Source: an optimization exercise on an open RTL-to-GDS flow (aim: small area, a short achievable clock period and few clock cycles). Production flows keep margins and buffers that such runs may drop.
Function was checked by simulation only, so behaviour that the tests miss may differ from the original.
No activity file was given, so power comes from the tool's default toggle rates.

==> flow/design.v (excerpt) <==
module kn4_anchor_sum (
    input  wire        clk,
    input  wire        rst,           
    input  wire        in_valid,
    output reg         in_ready,
    input  wire [31:0] in_data,       
    input  wire        in_last,       
    input  wire [15:0] in_rec,        
    input  wire [2:0]  in_rnd,        
    output reg         out_valid,
    input  wire        out_ready,
    output reg  [31:0] out_data,      
    output reg  [3:0]  out_flags,     
    output reg  [8:0]  out_loss,      
    output reg  [47:0] out_sum,       
    output reg  [15:0] out_rec        
);
For scale: roughly 170 I/O pins, ~0.023 mm^2 of cells after synthesis.
export LEC_CHECK = 0
export ABC_AREA = 1
export CAP_MARGIN = 20
export CORE_MARGIN = 2
export CORE_UTILIZATION = 55
export CTS_CLUSTER_DIAMETER = 100
export CTS_CLUSTER_SIZE = 20
export PLACE_DENSITY = 0.6
export SLEW_MARGIN = 20
create_clock -name core_clock -period 12.0 [get_ports {clk}]
standard.sh (not shown) runs the stock make flow with config.mk's settings and CLKGATE_MAP_FILE= SYNTH_SCRIPT=/design/flow/synth_recipe.tcl, a recipe that flattens the netlist after the stock synthesis.
==> flow/flow/run.sh <==
#!/bin/bash
set -euo pipefail
bash standard.sh SETUP_SLACK_MARGIN=7.6 \
  "BUFFER_PORTS_ARGS=-buffer_cell sky130_fd_sc_hd__buf_1" finish > standard.log 2>&1
The baseline produced a clean layout.
Testbench counts at the start, summed over its fixed seeds: cycles 18,203.
Edit:
==> flow/flow/run.sh (replaced) <==
#!/bin/bash
set -euo pipefail
bash standard.sh SETUP_SLACK_MARGIN=7.3 \
  "BUFFER_PORTS_ARGS=-buffer_cell sky130_fd_sc_hd__buf_1" finish > standard.log 2>&1
Design area shrinks by 3.3%.
Hold slack barely changes.
Via count came out lower by 1.9%.
Sequential power barely changes.
Clock power goes up by about 9%.
Edit:
==> flow/flow/run.sh (replaced) <==
#!/bin/bash
set -euo pipefail
bash standard.sh SETUP_SLACK_MARGIN=6.9 \
  "BUFFER_PORTS_ARGS=-buffer_cell sky130_fd_sc_hd__buf_1" finish > standard.log 2>&1
--- a/flow/config.mk
+++ b/flow/config.mk
@@ -10,6 +10,6 @@
 export CORE_MARGIN = 2
-export CORE_UTILIZATION = 55
+export CORE_UTILIZATION = 70
 export CTS_CLUSTER_DIAMETER = 100
 export CTS_CLUSTER_SIZE = 20
-export PLACE_DENSITY = 0.6
+export PLACE_DENSITY = 0.75
 export SLEW_MARGIN = 20
Result: Clock power came out lower by 9.5%. Synthesized area does not change. Die area came out lower by 21%. Sequential cell count does not change.
Edit:
==> flow/flow/run.sh (replaced) <==
#!/bin/bash
set -euo pipefail
bash standard.sh SETUP_SLACK_MARGIN=7.9 \
  "BUFFER_PORTS_ARGS=-buffer_cell sky130_fd_sc_hd__buf_1" finish > standard.log 2>&1
--- a/flow/config.mk
+++ b/flow/config.mk
@@ -10,6 +10,6 @@
 export CORE_MARGIN = 2
-export CORE_UTILIZATION = 70
+export CORE_UTILIZATION = 55
 export CTS_CLUSTER_DIAMETER = 100
 export CTS_CLUSTER_SIZE = 20
-export PLACE_DENSITY = 0.75
+export PLACE_DENSITY = 0.6
 export SLEW_MARGIN = 20
After rerunning: Global-route usage falls by 9.0 points; sequential power barely changes; routed wire length rises by 5.2%.
Edit:
==> flow/flow/run.sh (replaced) <==
#!/bin/bash
set -euo pipefail
bash standard.sh SETUP_SLACK_MARGIN=6.9 \
  "BUFFER_PORTS_ARGS=-buffer_cell sky130_fd_sc_hd__buf_1" finish > standard.log 2>&1
The new run went through all stages and came out clean.
Core utilization falls by 7.5 points.
Total power falls by a little under a tenth.
Sequential power hardly moves.
Register-to-register slack loses 330 ps.
Design area falls by roughly a tenth.
Clock power rises by a few percent.
Global-route usage falls by 0.48 points.
Via count falls by a few percent.
Edit:
==> flow/flow/run.sh (replaced) <==
#!/bin/bash
set -euo pipefail
bash standard.sh SETUP_SLACK_MARGIN=7.1 \
  "BUFFER_PORTS_ARGS=-buffer_cell sky130_fd_sc_hd__buf_1" finish > standard.log 2>&1
What happened:
- sequential cell count is unchanged
- wire length barely changes
- global-route usage hardly moves
- total power barely changes
- worst setup slack is better by 140 ps
- utilization increases by 0.20 points
- hold slack is about the same
- synthesized cell count does not change
- design area increases by about 0.34%
- area after synthesis stays the same

## static timing again, ports no longer ideal
How much do the figures lean on ideal ports? The routed layouts below were timed once more, with nothing changed but the port constraints.
Step 1 sets driving cells, clkbuf_16 on the clock port and buf_2 on the other inputs (assumed; they add their load-dependent delay and slew).
Step 2 times the ports against the registers' clock, not the clock port: input delays grow and output delays shrink by t, the midpoint of the rising clock arrivals with the driver on.
Slacks: no drivers / after step 1 / after step 2; pairs: no drivers / after step 1.
| run | t (ns) | setup WS [ns] | worst data-port slew with drivers (ns) |
|---|---|---|---|
| the first run | 0.577 | 7.309 / 7.309 / 7.167 | 0.05 |
| the second run | 0.595 | 7.451 / 7.451 / 6.980 | 0.08 |
| the third run | 0.573 | 6.914 / 6.914 / 6.851 | 0.06 |
| the fourth run | 0.568 | 7.482 / 7.482 / 7.304 | 0.07 |
| the fifth run | 0.591 | 7.156 / 7.156 / 6.875 | 0.07 |
| the sixth run | 0.593 | 7.298 / 7.298 / 6.871 | 0.07 |
After both steps every run listed still meets setup and hold. For the second run, which loses most, drivers alone change the setup slack by 0.000 ns; drivers and shift together by -0.471 ns.
